Background: an optimization exercise with open tools, aiming at small area. Do not read the settings as production practice.
The RTL was checked by simulation tests, not by an equivalence proof against the original design.
Power figures rest on the tool's default switching activity, not on a simulated workload.

--- config.mk ---
export PLATFORM = sky130hd
export DESIGN_NAME = hk_filter_chain
export DESIGN_NICKNAME = hk_filter_chain
export VERILOG_FILES = /design/flow/design.v
export SDC_FILE = /design/flow/constraint.sdc
export NUM_CORES = 4
export LEC_CHECK = 0
export CAP_MARGIN = 20
export CORE_MARGIN = 2
export CORE_UTILIZATION = 60
export CTS_BUF_LIST = sky130_fd_sc_hd__clkbuf_16
export CTS_CLUSTER_DIAMETER = 120
export CTS_CLUSTER_SIZE = 24
export SLEW_MARGIN = 20
--- constraint.sdc ---
create_clock -name core_clock -period 18.0 [get_ports {clk}]
set_input_delay 3.6000 -clock core_clock [delete_from_list [all_inputs] [get_ports {clk}]]
set_output_delay 3.6000 -clock core_clock [all_outputs]
set_load 0.01 [all_outputs]
--- design.v ---
module hk_rca #(parameter W = 8) (
    input  wire [W-1:0] a,
    input  wire [W-1:0] b,
    input  wire         ci,
    output wire [W-1:0] s,
    output wire         co
);
    wire [W:0] c;
    assign c[0] = ci;
    genvar i;
    generate
        for (i = 0; i < W; i = i + 1) begin : g
            assign s[i]   = a[i] ^ b[i] ^ c[i];
            assign c[i+1] = (a[i] & b[i]) | (c[i] & (a[i] ^ b[i]));
        end
    endgenerate
    assign co = c[W];
endmodule
module hk_inc1 #(parameter W = 8) (
    input  wire [W-1:0] a,
    input  wire [W-1:0] b,
    input  wire         ci,
    output wire [W-1:0] s,
    output wire         co
);
    wire [W:0] c;
    assign c[0] = ci;
    genvar i;
    generate
        for (i = 0; i < W; i = i + 1) begin : g
            wire t = b[i] | c[i];
            assign s[i]   = a[i] ^ t;
            assign c[i+1] = a[i] & t;
        end
    endgenerate
    assign co = c[W];
endmodule
module hk_filter_chain (
    input  wire        clk,
    input  wire        rst,           
    input  wire        run,           
    input  wire        sync,          
    input  wire [1:0]  cfg_order,     
    input  wire [2:0]  cfg_dec,       
    input  wire [9:0]  cfg_avg_m,     
    input  wire        cfg_lin_en,
    input  wire        mod_bit,
    input  wire        lin_we,
    input  wire [5:0]  lin_addr,
    input  wire [31:0] lin_wdata,
    output wire        word_valid,
    output wire [2:0]  word_seq,
    output wire        word_settling,
    output wire [23:0] word_code,
    output wire [31:0] word_val
);
    reg        run_q;
    reg [1:0]  order_r;
    reg [2:0]  dec_r;
    reg [9:0]  avg_m_r;
    reg        lin_en_r;
    wire       first   = run & ~run_q;           
    wire       do_sync = run & run_q & sync;     
    wire       dec_rst = first | do_sync;
    always @(posedge clk) begin
        run_q <= ~rst & run;
        if (first) begin
            order_r  <= cfg_order;
            dec_r    <= cfg_dec;
            avg_m_r  <= cfg_avg_m;
            lin_en_r <= cfg_lin_en;
        end
    end
    wire [2:0] n_ord = {1'b0, order_r} + 3'd1;
    reg  [5:0] sh;
    always @(*) begin
        case (order_r)
            2'd0:    sh = 6'd40 - {3'd0, dec_r};
            2'd1:    sh = 6'd36 - {2'd0, dec_r, 1'b0};
            2'd2:    sh = 6'd32 - ({3'd0, dec_r} + {2'd0, dec_r, 1'b0});
            default: sh = 6'd28 - {1'd0, dec_r, 2'b0};
        endcase
    end
    reg  [3:0]  cd;                         
    reg  [1:0]  p_n;                        
    wire        ld = (cd == 4'd1);
    reg         pr1, pr2, pr3, pr4, cons;
    reg         ph;                         
    reg         par;                        
    reg  [4:0]  xh;                         
    reg  [4:0]  y_r;
    wire [5:0]  hist = {xh, mod_bit};
    wire [4:0]  w    = par ? hist[5:1] : hist[4:0];
    reg  [4:0]  y;
    always @(*) begin
        case (order_r)
            2'd0:    y = {4'd0, w[0]} + {4'd0, w[1]};
            2'd1:    y = {4'd0, w[0]} + {3'd0, w[1], 1'b0} + {4'd0, w[2]};
            2'd2:    y = {4'd0, w[0]} + {3'd0, w[1], 1'b0} + {4'd0, w[1]} +
                         {3'd0, w[2], 1'b0} + {4'd0, w[2]} + {4'd0, w[3]};
            default: y = {4'd0, w[0]} + {2'd0, w[1], 2'b0} + {2'd0, w[2], 2'b0} +
                         {3'd0, w[2], 1'b0} + {2'd0, w[3], 2'b0} + {4'd0, w[4]};
        endcase
    end
    wire [4:0]  yv   = ph ? y_r : y;
    wire [43:0] yfull = {39'd0, yv} << sh;
    wire [21:0] inj  = ph ? yfull[43:22] : yfull[21:0];
    reg  [21:0] a1, b1, a2, b2, a3, b3, a4, b4;    
    reg         c1, c2, c3, c4;
    wire [21:0] s1, s2, s3, s4;
    wire        o1n, o2n, o3n, o4n;
    wire        dump = ld | pr1;
    wire        dp1 = dump & (p_n == 2'd0);
    wire        dp2 = dump & (p_n == 2'd1);
    wire        dp3 = dump & (p_n == 2'd2);
    wire        dp4 = dump & (p_n == 2'd3);
    hk_rca #(22) u_i1 (.a(dp1 ? 22'd0 : a1), .b(inj), .ci(ph & c1), .s(s1), .co(o1n));
    hk_rca #(22) u_i2 (.a(dp2 ? 22'd0 : a2), .b(a1),  .ci(ph & c2), .s(s2), .co(o2n));
    hk_rca #(22) u_i3 (.a(dp3 ? 22'd0 : a3), .b(a2),  .ci(ph & c3), .s(s3), .co(o3n));
    hk_rca #(22) u_i4 (.a(dp4 ? 22'd0 : a4), .b(a3),  .ci(ph & c4), .s(s4), .co(o4n));
    always @(posedge clk) begin
        ph  <= ~ph & ~rst;
        xh  <= {xh[3:0], mod_bit};
        y_r <= y;
        if (dec_rst)
            par <= ~ph;
        a1 <= b1;  b1 <= s1;  c1 <= o1n;
        a2 <= b2;  b2 <= s2;  c2 <= o2n;
        a3 <= b3;  b3 <= s3;  c3 <= o3n;
        a4 <= b4;  b4 <= s4;  c4 <= o4n;
    end
    reg  [10:0] dcnt;
    wire [10:0] dmask   = ~(11'h7ff << ({1'b0, dec_r} + 4'd4));
    wire        dec_evt = run & ~dec_rst & ((dcnt | ~dmask) == 11'h7ff);
    reg  [2:0]  jcnt;           
    reg         rst_mode;       
    reg  [9:0]  mcnt;           
    reg  [2:0]  seq_cnt;
    wire        in_settle = (jcnt < n_ord);
    wire        a_drop    = in_settle & ~rst_mode;
    wire        a_last    = (mcnt == avg_m_r);
    wire        a_start   = (mcnt == 10'd0);
    always @(posedge clk) begin
        dcnt <= dec_rst ? 11'd1 : dcnt + 11'd1;
        if (dec_rst) begin
            jcnt     <= 3'd0;
            rst_mode <= do_sync;
            mcnt     <= 10'd0;
            seq_cnt  <= 3'd0;
        end else if (dec_evt) begin
            if (jcnt != 3'd4)
                jcnt <= jcnt + 3'd1;
            if (!a_drop) begin
                mcnt <= a_last ? 10'd0 : mcnt + 10'd1;
                if (a_last)
                    seq_cnt <= seq_cnt + 3'd1;
            end
        end
    end
    reg        p_drop, p_start, p_last, p_set, p_sat, p_lin;
    reg [2:0]  p_seq;
    reg [9:0]  dm;              
    always @(posedge clk) begin
        if (dec_evt) begin
            p_drop  <= a_drop;
            p_start <= a_start;
            p_last  <= a_last;
            p_set   <= in_settle & rst_mode;
            p_sat   <= mod_bit;
            p_n     <= order_r;
            p_seq   <= seq_cnt;
            p_lin   <= lin_en_r;
        end
        if (dec_evt & ~a_drop & a_last)
            dm <= avg_m_r;
    end
    wire proc = pr1 | pr2 | pr3 | pr4;
    always @(posedge clk) begin
        if (rst) begin
            cd  <= 4'd0;
            pr1 <= 1'b0; pr2 <= 1'b0; pr3 <= 1'b0; pr4 <= 1'b0;
            cons <= 1'b0;
        end else begin
            if (dec_evt)
                cd <= {order_r, 1'b0} + 4'd2 + {3'd0, par};
            else if (cd != 4'd0)
                cd <= cd - 4'd1;
            pr1 <= ld; pr2 <= pr1; pr3 <= pr2; pr4 <= pr3;
            cons <= pr4;
        end
    end
    reg  [21:0] hd_sel;                  
    always @(*) begin
        case (p_n)
            2'd0:    hd_sel = a1;
            2'd1:    hd_sel = a2;
            2'd2:    hd_sel = a3;
            default: hd_sel = a4;
        endcase
    end
    reg  [32:0] X;                       
    reg         z0;                      
    reg  [43:0] cr2, cr3, cr4;           
    reg         cy2, cy3, cy4;           
    wire [10:0] d2, d3, d4;
    wire        o2, o3, o4;
    hk_rca #(11) u_c2 (.a(X[10:0]), .b(~cr2[10:0]), .ci(pr1 | cy2), .s(d2), .co(o2));
    hk_rca #(11) u_c3 (.a(d2),      .b(~cr3[10:0]), .ci(pr1 | cy3), .s(d3), .co(o3));
    hk_rca #(11) u_c4 (.a(d3),      .b(~cr4[10:0]), .ci(pr1 | cy4), .s(d4), .co(o4));
    wire [10:0] cN = (p_n == 2'd0) ? X[10:0] : (p_n == 2'd1) ? d2 : (p_n == 2'd2) ? d3 : d4;
    always @(posedge clk) begin
        X[32:22] <= pr1 ? hd_sel[21:11] : cN;
        X[21:11] <= ld ? hd_sel[21:11] : (pr1 ? hd_sel[10:0] : X[32:22]);
        X[10:0]  <= ld ? hd_sel[10:0] : X[21:11];
        if (pr1)
            z0 <= |cN;
        cr2 <= {proc ? X[10:0] : cr2[10:0], cr2[43:11]};
        cr3 <= {proc ? d2      : cr3[10:0], cr3[43:11]};
        cr4 <= {proc ? d3      : cr4[10:0], cr4[43:11]};
        cy2 <= o2; cy3 <= o3; cy4 <= o4;
    end
    wire [23:0] q_c    = X[32:9];
    wire        up_c   = X[8] & ((|X[7:0]) | z0 | X[9]);
    wire        sat_z  = ~((|X) | z0) & p_sat;    
    wire        a_add  = cons & ~p_drop;          
    wire [23:0] addend = ~a_add ? 24'd0 : sat_z ? 24'hffffff : q_c;
    wire        acin   = a_add & up_c & ~(&q_c);
    reg  [33:0] S;
    reg         s_set;
    wire [9:0]  hm = {1'b0, avg_m_r[9:1]} + {9'd0, avg_m_r[0]};    
    wire [33:0] base = (a_add & p_start) ? (p_last ? 34'd0 : {24'd0, hm}) : S;
    wire [23:0] sn_lo;
    wire        sn_co;
    wire [9:0]  sn_hi;
    hk_rca  #(24) u_av  (.a(base[23:0]), .b(addend), .ci(acin), .s(sn_lo), .co(sn_co));
    hk_inc1 #(10) u_avh (.a(base[33:24]), .b(10'd0), .ci(sn_co), .s(sn_hi), .co());
    wire [33:0] s_new = {sn_hi, sn_lo};
    wire        set_new = (~p_start & s_set) | p_set;
    always @(posedge clk) begin
        S <= s_new;                               
        if (a_add)
            s_set <= set_new;
    end
    wire load_div = cons & ~p_drop & p_last;
    localparam ST_IDLE = 3'd0, ST_DIV = 3'd1, ST_WAIT = 3'd2, ST_DC = 3'd3,
               ST_BOOTH = 3'd4, ST_OUT = 3'd5, ST_PAUSE = 3'd6;
    reg  [2:0]  st;
    reg  [3:0]  cnt;
    reg  [9:0]  R;
    reg  [23:0] Q;
    reg         l_set, l_lin;
    reg  [2:0]  l_seq;
    wire [10:0] ra = {R, Q[23]};
    wire [10:0] sa, sb;
    wire        ge_a, ge_b;
    hk_rca #(11) u_da (.a(ra), .b({1'b1, ~dm}), .ci(1'b0), .s(sa), .co(ge_a));
    wire [9:0]  ra2 = ge_a ? sa[9:0] : ra[9:0];
    wire [10:0] rb = {ra2, Q[22]};
    hk_rca #(11) u_db (.a(rb), .b({1'b1, ~dm}), .ci(1'b0), .s(sb), .co(ge_b));
    wire [9:0]  rb2 = ge_b ? sb[9:0] : rb[9:0];
    wire        q0  = ge_b & ~((cnt == 4'd11) & dm[0] & ~(|rb2));
    reg  [5:0]    r, r1;
    reg  [1055:0] ring;
    wire [6:0]    dw    = {1'b0, lin_addr} - {1'b0, r} - 7'd1;
    wire [5:0]    wpos  = dw[6] ? (dw[5:0] + 6'd33) : dw[5:0];
    wire [6:0]    dwb   = {1'b0, lin_addr} - {1'b0, r1};
    wire [5:0]    wposb = dwb[6] ? (dwb[5:0] + 6'd33) : dwb[5:0];
    wire          wen   = lin_we & (lin_addr <= 6'd32);
    reg  [32:0]   wsel, wseln;
    integer p;
    always @(*) begin
        for (p = 0; p < 33; p = p + 1) begin
            wsel[p]  = wen & (wpos == p);
            wseln[p] = ~(wen & (wposb == p));
        end
    end
    always @(posedge clk) begin
        r  <= (r >= 6'd32) ? 6'd0 : r + 6'd1;
        r1 <= (r >= 6'd31) ? r - 6'd31 : r + 6'd2;
        for (p = 0; p < 33; p = p + 1) begin
            if (p == 32)
                ring[p*32 +: 32] <= ~((~ring[31:0] | {32{wsel[p]}}) &
                                      (~lin_wdata | {32{wseln[p]}}));
            else if (p % 2 == 1)
                ring[p*32 +: 32] <= ~((ring[(p+1)*32 +: 32] | {32{wsel[p]}}) &
                                      (lin_wdata | {32{wseln[p]}}));
            else
                ring[p*32 +: 32] <= ~((ring[(p+1)*32 +: 32] | {32{wsel[p]}}) &
                                      (~lin_wdata | {32{wseln[p]}}));
        end
    end
    wire [4:0]  kk   = Q[23:19];
    wire [6:0]  dp   = {2'b0, kk} - {1'b0, r};
    wire [5:0]  pos  = dp[6] ? (dp[5:0] + 6'd33) : dp[5:0];
    wire        hit  = (st == ST_WAIT) & (pos[1:0] == 2'b00);
    reg  [3:0]  tsel;
    wire [3:0]  tix  = (st == ST_DC) ? tsel : pos[5:2];
    reg  [31:0] tapv;
    integer t;
    always @(*) begin
        tapv = 32'd0;
        for (t = 0; t < 9; t = t + 1)
            tapv = tapv | (ring[t*128 +: 32] & {32{tix == t}});
    end
    reg  [31:0] YL;
    reg  [32:0] Dr;
    reg  [31:0] A;
    reg  [1:0]  lb;
    reg         stk;
    reg  [2:0]  dg;
    wire [32:0] dsub;
    hk_rca #(33) u_ds (.a({tapv[31], tapv}), .b(~{YL[31], YL}), .ci(1'b1), .s(dsub), .co());
    wire [20:0] fe = {1'b0, Q[18:0], 1'b0};
    reg  [2:0]  dnext;
    always @(*) begin
        case (cnt)
            4'd0:    dnext = fe[2:0];
            4'd1:    dnext = fe[4:2];
            4'd2:    dnext = fe[6:4];
            4'd3:    dnext = fe[8:6];
            4'd4:    dnext = fe[10:8];
            4'd5:    dnext = fe[12:10];
            4'd6:    dnext = fe[14:12];
            4'd7:    dnext = fe[16:14];
            4'd8:    dnext = fe[18:16];
            default: dnext = fe[20:18];
        endcase
    end
    wire        b_one = dg[1] ^ dg[0];
    wire        b_two = (dg[2] ^ dg[1]) & ~(dg[1] ^ dg[0]);
    wire        b_neg = dg[2];
    wire [33:0] b_mag = b_one ? {Dr[32], Dr} : (b_two ? {Dr, 1'b0} : 34'd0);
    wire [33:0] bsum;
    hk_rca #(34) u_bo (.a({A[31], A[31], A}), .b(b_neg ? ~b_mag : b_mag), .ci(b_neg),
                       .s(bsum), .co());
    wire [31:0] q19 = {A[30:0], lb[1]};
    wire        up_l = lb[0] & (stk | lb[1]);
    wire [31:0] ylin;
    hk_rca #(32) u_fin (.a(YL), .b(q19), .ci(up_l), .s(ylin), .co());
    always @(posedge clk) begin
        if (rst) begin
            st <= ST_IDLE;
        end else if (load_div) begin
            st <= (dm == 10'd0) ? ST_WAIT : ST_DIV;
        end else begin
            case (st)
                ST_DIV:   if (cnt == 4'd11) st <= ST_WAIT;
                ST_WAIT:  if (hit) st <= ST_DC;
                ST_DC:    st <= (cnt == 4'd0) ? ST_BOOTH : ST_PAUSE;
                ST_PAUSE: if (cnt == 4'd0) st <= ST_BOOTH;
                ST_BOOTH: if (cnt == 4'd10) st <= ST_OUT;
                ST_OUT:   st <= ST_IDLE;
                default:  st <= ST_IDLE;
            endcase
        end
        if (load_div) begin
            R     <= s_new[33:24];
            Q     <= s_new[23:0];
            l_set <= set_new;
            l_seq <= p_seq;
            l_lin <= p_lin;
        end else if (st == ST_DIV) begin
            R <= rb2;
            Q <= {Q[21:0], ge_a, q0};
        end
        if (load_div)
            cnt <= (dm == 10'd0) ? 4'd12 : 4'd0;
        else
            cnt <= cnt + 4'd1;
        tsel <= pos[5:2];
        if (hit)
            YL <= tapv;
        if (st == ST_DC)
            Dr <= dsub;
        if (st == ST_BOOTH) begin
            A   <= bsum[33:2];
            lb  <= bsum[1:0];
            stk <= stk | lb[1] | lb[0];
        end else begin
            A   <= 32'd0;
            lb  <= 2'd0;
            stk <= 1'b0;
        end
        dg <= dnext;
    end
    wire [23:0] code = Q ^ 24'h800000;
    assign word_valid    = (st == ST_OUT);
    assign word_seq      = l_seq;
    assign word_settling = l_set;
    assign word_code     = l_set ? 24'd0 : code;
    assign word_val      = l_set ? 32'd0 :
                           l_lin ? ylin : {{8{code[23]}}, code};
endmodule
--- run.sh ---
#!/bin/bash
# synth_recipe.tcl (not shown) runs the flow's synth.tcl, then flattens the netlist and writes it again
# the make line also repeats each setting of config.mk as NAME=value (left out here)
make -C /OpenROAD-flow-scripts/flow DESIGN_CONFIG=/design/flow/config.mk WORK_HOME=/design/flow/orfs CLKGATE_MAP_FILE= SYNTH_SCRIPT=/design/flow/synth_recipe.tcl finish
==> results.toml, run 1 <==
[sta]
min_period_ns = 17.22
slew_headroom_pct = 19.86
worstMarginPinSlew_ns = 1.202
max_freq_ghz = 0.05809
rsz0062_at_grt = "no"
finalMaxSlewViolations = 0
hold_viol = 0
setup-violations-final = 0
hold_ws_ns = 0.3162
tns_ns = 0
fin_skew_ns = 0.02999
finalCritPeriodShare_pct = 95.64

[route]
drc = 0
drt-pass1-iter-count = 7
vias = 45790
drt_wl_total_mm = 194.4
wl_per_cell_um = 28.15
drt_iter0_markers = 5617
drt-vias-per-instance = 6.630
ant_nets = 0

[worst_hold_path]
holdCritStartpoint = "b2[17]$_DFF_P_"
hold_path.class = "flip-flop to flip-flop"
min_to = "a2[17]$_DFF_P_"
min_path_cells = 0

[worst_setup_path]
path_common_cell = "fa_1"
crit_path_max_incr_delay_ns = 0.52
path_buf_inv = 3
r2r-end = "Dr[31]$_DFFE_PP_"
r2r_slack_ns = 0.78
r2r_start = "st[2]$_SDFFE_PP0P_"
end_kind = "flip-flop"
cpLargestDelayFamily = "adder cells"
cp_data_arrival_time_ns = 17.67
criticalPathCategory = "flip-flop to flip-flop"
slowest_stage = "dfxtp_1"
r2r_cells = 42
critPathRequiredTime_ns = 18.45
start_kind = "flip-flop"
worstPathMaxFanout = 14

[logic_synthesis]
synth.area.top_cells = "dfxtp_1 49%, o22ai_1 10%, fa_1 8.3%"
yosysMostFrequentCell = "dfxtp_1"
synth.area.mux_share_pct = 2.637
syn-cell-area_mm2 = 0.06316
synth_top_area_cell = "dfxtp_1"
synthArstFlopShare_pct = 0
synth.distinct_cells = 92
synth_simple_gate_area_share_pct = 8.154
synth_nets = 6032
synthCells = 5629
synth_top_family_by_area = "compound AO/OA/AOI/OAI gates"
yosysSeqAreaShare_pct = 55.93
synth-xor-area-share_pct = 1.149
yosys_warnings = 1
synth_edf_count = 145
ys.flop_type = "dfxtp_1"
synth_compound_area_share_pct = 17.24
synth_top_area_share_pct = 49.03
synthTopCellsByCount = "1547 x dfxtp_1, 1049 x o22ai_1, 307 x nand2_1"
synthAdderAreaFrac_pct = 9.921
synth_seq_cells = 1692
synth.avg_cell_area_um2 = 11.22

[grt]
grt_usage_pct = 35.39
antenna_found_initial = 7
grt_max_degree = 94
grt_overflow = 0
grt_pass1_wl_mm = 284.3
grt_pass1_vias = 43520

[clocking]
cts_tree = "yes"
path_clk_slew_ns = 0.10
h-tree-depth = 3
clk_path_buf_depth = 3
cts_made_buffers = 80
insertion_delay_ns = 0.69
clock_sinks = 1692
cts_setup_buffers = 0
clock-root-buffer = "clkbuf_16"

[pwr]
total_power_mw = 10.53
power_per_cell_area_mw_per_mm2 = 156.1
peakVddDrop_v = 0.0001257
p_leak_nw = 25.47

[status]
status = "no timing/DRC/antenna violations"

[placed_design]
port_buffers = 120
dp_hpwl_mm = 116.8
gp_congestion = 0.9396

[run]
max_cap_violations = 0

[finish]
area_delta_synth_final_pct = 6.795
nets = 5891
final_layout_size_suffix_gt1_share_pct = 8.460
fill_cells = 8442

[die]
core_mm2 = 0.1048
start_util_pct = 60.26
rows = 119
io_pins = 121
die_w_um = 328.5
die_area_mm2 = 0.1079
die_y_um = 328.5
## worst register-to-register path: cells and delay by family, from the launching register on
| family | cells | cell delay [ns] |
|---|---|---|
| buffers and inverters | 3 | 0.64 |
| DFF | 1 | 0.52 |
| and+or+nand+nor | 3 | 0.85 |
| muxes | 1 | 0.24 |
| adders and majority gates | 32 | 13.72 |
| AOI/OAI and AO/OA | 3 | 1.02 |
## metrics by stage
step           worst slack [ns]  instance area (µm²)  instances  utilization [%]
4_1_cts                  0.4696                67400       6898            64.30
6_report                 0.7840                67450       6906            64.35
3_3_place_gp             0.7950                65190       6795            62.19
5_1_grt                 0.02633                67440       6899            64.33
2_1_floorplan             1.680                63160       5629                -
3_5_place_dp             0.5226                65220       6796            62.22
## metal layers
metal | part of all wire [%] | up-vias | track usage (%)
li1 | - | 20010 | -
met1 | 42 | 22750 | 50.36
met2 | 43 | 2513 | 52.93
met3 | 11 | 508 | 7.918
met4 | 4.0 | 4 | 13.44
met5 | 0.040 | - | 0
## final cells by class
cell class                      instances  area, µm²  share of cell area (%)
Tap cell                             1391       1740                   2.580
Sequential cell                      1692      35330                   52.37
Clock buffer                           83       2077                   3.079
Antenna cell                            7      17.52                 0.02597
Timing Repair Buffer                  229       2039                   3.024
Inverter                              269       1013                   1.502
Multi-Input combinational cell       3216      25130                   37.26
Clock inverter                         19      108.9                  0.1614
## worst max-delay path by stage
stage | slack (ns) | from | cells past startpoint | end
floorplan | 1.68 | Q[19]$_DFFE_PP_ | 46 | Dr[31]$_DFFE_PP_
finish | 0.78 | st[2]$_SDFFE_PP0P_ | 42 | Dr[31]$_DFFE_PP_
global placement | 0.79 | Q[19]$_DFFE_PP_ | 44 | Dr[31]$_DFFE_PP_
CTS | 0.47 | Q[19]$_DFFE_PP_ | 44 | Dr[31]$_DFFE_PP_
detailed placement | 0.52 | Q[19]$_DFFE_PP_ | 44 | Dr[31]$_DFFE_PP_
global route | 0.03 | r[1]$_SDFF_PP0_ | 43 | Dr[31]$_DFFE_PP_
## cell usage in the layout, fill, tap and decap left out, drive strengths merged, types with 11 or more instances in the layout
cell type      count
nor2             235
edfxtp           145
xnor2             47
or2               77
o221a             12
and3              20
nor2b             49
o21ai            131
a22oi             80
and2              94
nor3              37
fa               263
a31oi             11
clkbuf            83
nand2b            20
nand3             59
inv              281
clkdlybuf4s50    120
a222oi            29
a32oi             16
nor3b             22
mux4              31
a211oi            22
mux2i             46
a21oi            108
nand2            307
xor2              29
o22ai           1070
dfxtp           1547
or3               12
buf              109
a22o              40
mux2              45
nor4              17
nand4             63
ha                80
o21a              29
## flip-flops by register name (all words and copies together) (netlist names), 32 cells and up
register  count
X            33
S            34
YL           32
ring       1056
cr3          44
cr4          44
A            32
Dr           33
cr2          44
## power breakdown
group	switching (mW)	internal, mW
registers	0.522	4.88
clock network	1.18	0.835
logic	1.76	1.35
## cells by family after synthesis
logic type / count (synthesis)
simple gates: 1032
mux: 122
flops: 1692
compound gates: 1641
xor+xnor: 78
fa+ha+maj: 343
buf+inv: 721
## timing repair
| item | 4_1_cts | 5_1_grt |
|---|---|---|
| gates resized for setup | 0 | 4 |
| hold buffers | 0 | 0 |
| setup endpoints to repair | 0 | 2 |
| endpoints found under the hold margin | 0 | 0 |
==> run 2: changes to the inputs <==
--- a/design.v
+++ b/design.v
@@ -295,5 +295,4 @@
     wire        hit  = (st == ST_WAIT) & (pos[1:0] == 2'b00);
     reg  [3:0]  tsel;
-    wire [3:0]  tix  = (st == ST_DC) ? tsel : pos[5:2];
     reg  [31:0] tapv;
     integer t;
@@ -301,5 +300,6 @@
         tapv = 32'd0;
         for (t = 0; t < 9; t = t + 1)
-            tapv = tapv | (ring[t*128 +: 32] & {32{tix == t}});
+            tapv = tapv | (ring[t*128 +: 32] &
+                           {32{(st == ST_DC) ? (tsel == t) : (pos[5:2] == t)}});
     end
     reg  [31:0] YL;
@@ -313,17 +313,9 @@
     wire [20:0] fe = {1'b0, Q[18:0], 1'b0};
     reg  [2:0]  dnext;
+    integer di;
     always @(*) begin
-        case (cnt)
-            4'd0:    dnext = fe[2:0];
-            4'd1:    dnext = fe[4:2];
-            4'd2:    dnext = fe[6:4];
-            4'd3:    dnext = fe[8:6];
-            4'd4:    dnext = fe[10:8];
-            4'd5:    dnext = fe[12:10];
-            4'd6:    dnext = fe[14:12];
-            4'd7:    dnext = fe[16:14];
-            4'd8:    dnext = fe[18:16];
-            default: dnext = fe[20:18];
-        endcase
+        dnext = 3'd0;
+        for (di = 0; di < 10; di = di + 1)
+            dnext = dnext | (fe[2*di +: 3] & {3{cnt == di}});
     end
     wire        b_one = dg[1] ^ dg[0];
==> run 2 against run 1 <==
Critical path type unchanged. Die area down 0.46%. Design area about the same. Clock power barely moved. First-iteration DRC count grew 7.7%. Non-clock buffer count rose by 3. Total power barely moved.
==> results.toml, run 2 <==
[status]
status = "no timing/DRC/antenna violations"

[worst_hold_path]
hold_path.class = "flip-flop to flip-flop"
holdCritStartpoint = "b4[18]$_DFF_P_"

[logic_synthesis]
synth.distinct_cells = 90
synthCells = 5668
ys.flop_type = "dfxtp_1"
synth_edf_count = 145
yosys_warnings = 1
synth_nets = 6070
syn-cell-area_mm2 = 0.06287
synthArstFlopShare_pct = 0
synth_top_area_share_pct = 49.26
yosysSeqAreaShare_pct = 56.19
synth_top_area_cell = "dfxtp_1"
synth_seq_cells = 1692
synthTopCellsByCount = "1547 x dfxtp_1, 1061 x o22ai_1, 333 x nand2_1"
synth.avg_cell_area_um2 = 11.09
synth.area.top_cells = "dfxtp_1 49%, o22ai_1 11%, fa_1 8.4%"
yosysMostFrequentCell = "dfxtp_1"

[run]
max_cap_violations = 0

[worst_setup_path]
path_common_cell = "fa_1"
criticalPathCategory = "flip-flop to flip-flop"
start_kind = "flip-flop"
end_kind = "flip-flop"
worstPathMaxFanout = 12
slowest_stage = "or4_1"
r2r_start = "Q[19]$_DFFE_PP_"
cp_data_arrival_time_ns = 17.75
critPathRequiredTime_ns = 18.43
crit_path_max_incr_delay_ns = 0.58
critPathLaunch = "Q[19]$_DFFE_PP_"

[finish]
regMostFlops = "ring"
final_layout_size_suffix_gt1_share_pct = 7.455
design_area_mm2 = 0.06747
final_common_cell = "dfxtp_1"
fill_cells = 8285
largest_reg_flops = 1056
nets = 5933
postLayoutCoreUtil_pct = 65.01
area_delta_synth_final_pct = 7.328
layout_common_cells = "1545 x dfxtp_1, 1060 x o22ai_1, 330 x nand2_1"

[route]
vias = 45840
wl_per_cell_um = 28.65
drt-vias-per-instance = 6.608
drt_iter0_markers = 6047
drc = 0
ant_nets = 0
drt-pass1-iter-count = 6
drt_wl_total_mm = 198.7

[pwr]
p_leak_nw = 25.63
power_per_cell_area_mw_per_mm2 = 156.1
total_power_mw = 10.53
peakVddDrop_v = 0.0001223

[grt]
grt_pass1_vias = 43340
grt_pass1_wl_mm = 289.9
grt_max_degree = 87
grt_overflow = 0
antenna_found_initial = 6
grt_usage_pct = 36.41

[clocking]
clock-root-buffer = "clkbuf_16"
path_clk_slew_ns = 0.10
insertion_delay_ns = 0.73
cts_made_buffers = 80
clk_path_buf_depth = 3
cts_tree = "yes"
clock_sinks = 1692
h-tree-depth = 3

[sta]
rsz0062_at_grt = "no"
fin_skew_ns = 0.05920
finalMaxSlewViolations = 0
max_freq_ghz = 0.05775
finalCritPeriodShare_pct = 96.20
worstMarginPinSlew_ns = 1.167
tns_ns = 0
setup-violations-final = 0
slew_headroom_pct = 21.90
min_period_ns = 17.32
hold_viol = 0

[die]
die_area_mm2 = 0.1074
start_util_pct = 60.57
die_y_um = 327.7
die_w_um = 327.7
core_mm2 = 0.1038
io_pins = 121
rows = 118

[placed_design]
dp_hpwl_mm = 124.7
place_area_mm2 = 0.06513
port_buffers = 120
gp_congestion = 0.9409
-- run 2: cell types whose count changed after synthesis, moves of 18 or more --
cell | before | now
a22oi_1 | 80 | 124
a22o_1 | 40 | 5
nor2_1 | 235 | 253
nand2_1 | 307 | 333
buf_2 | 91 | 129
mux2i_1 | 46 | 82
buf_6 | 42 | 5
o2bb2ai_1 | 5 | 45
nand4_1 | 63 | 22
or2_2 | 75 | 37
or3_1 | 11 | 38
-- run 2: per-stage QoR --
stage / setup WS (ns) / hold slack [ns] / cells
final: 0.6841 / 0.3240 / 6936
after detailed placement: 0.4201 / 0.3121 / 6823
after global placement: 0.5939 / 0.3095 / 6821
after floorplan: 1.324 / 0.3096 / 5668
after CTS: 0.3607 / 0.3280 / 6927
after global routing: 0.02548 / 0.3352 / 6933
-- run 2: cells by family (layout without fill, tap and decap cells) --
logic type	after synthesis	count (layout)	synth area share, %
simple gates	1037	1037	8.035
compound gates	1659	1659	17.13
other cells	0	3	0
buf+inv	715	600	4.627
xor+xnor	78	78	1.134
flops	1692	1692	56.19
fa+ha+maj	342	342	9.947
mux	145	145	2.936
-- run 2: critical path, delay by kind of cell (launching register included) --
family / cells / cell delay, ns
adders and majority gates: 34 / 14.28
and+or+nand+nor: 4 / 1.15
buffers and inverters: 5 / 0.60
DFF: 1 / 0.43
AOI/OAI and AO/OA: 2 / 0.40
xor gates and xnor gates: 1 / 0.19
-- run 2: path summary, 6_finish.rpt --
check | endpoint | slack (ns) | depth (start not counted)
min reg2reg | a4[18]$_DFF_P_ | 0.32 | 0
min | a4[18]$_DFF_P_ | 0.32 | 0
max | Dr[31]$_DFFE_PP_ | 0.68 | 46
max reg2reg | Dr[31]$_DFFE_PP_ | 0.68 | 46
-- run 2: per-layer routing --
layer | track usage (%) | wire length, µm
met1 | 53.12 | 83540
met2 | 53.15 | 83460
met3 | 7.868 | 22370
met4 | 13.99 | 9339
met5 | 0 | 11
-- run 2: area by class of cell --
| type | count | area, µm² | area share [%] |
|---|---|---|---|
| Antenna cell | 3 | 7.507 | 0.01113 |
| Inverter | 264 | 992.2 | 1.470 |
| Clock buffer | 81 | 2027 | 3.004 |
| Sequential cell | 1692 | 35330 | 52.36 |
| Timing Repair Buffer | 232 | 2064 | 3.060 |
| Multi-Input combinational cell | 3261 | 25120 | 37.23 |
| Tap cell | 1380 | 1727 | 2.559 |
| Clock inverter | 23 | 207.7 | 0.3078 |
-- run 2: power by group --
group	internal [mW]	total, mW	leakage, nW	switching [mW]
Combinational	1.35	3.20	9.95	1.85
Clock	0.826	2.02	1.14	1.19
Sequential	4.81	5.31	14.5	0.499
-- run 2: timing repair --
item,in CTS,in global routing
gates resized for setup,0,12
setup buffers,0,6
hold buffers,0,0
endpoints found under the setup margin,0,2

what the ideal ports hide:
In the flow no input, the clock included, has a driving cell. The finished layouts below were timed again as built, in two steps.
Step 1 sets driving cells, clkbuf_16 on the clock port and buf_2 on the other inputs (assumed; they add their load-dependent delay and slew).
Step 2 times the ports against the registers' clock, not the clock port: input delays grow and output delays shrink by t, the midpoint of the rising clock arrivals with the driver on.
a / b / c = no drivers / after step 1 / after step 2; a / b = the first two.
| run | shift t [ns] | setup slack, ns | hold slack, ns | slew at the worst register clock pin (ns) | cell pins on the clock port's net |
|---|---|---|---|---|---|
| run 1 | 0.756 | 0.784 / 0.784 / 0.784 | 0.316 / 0.316 / 0.316 | 0.10 / 0.10 | 1 |
| run 2 | 0.776 | 0.684 / 0.684 / 0.652 | 0.324 / 0.324 / 0.324 | 0.11 / 0.11 | 1 |
After both steps setup and hold are still met in every run listed. For run 2, which loses most, drivers alone change the setup slack by 0.000 ns; drivers and shift together by -0.032 ns.
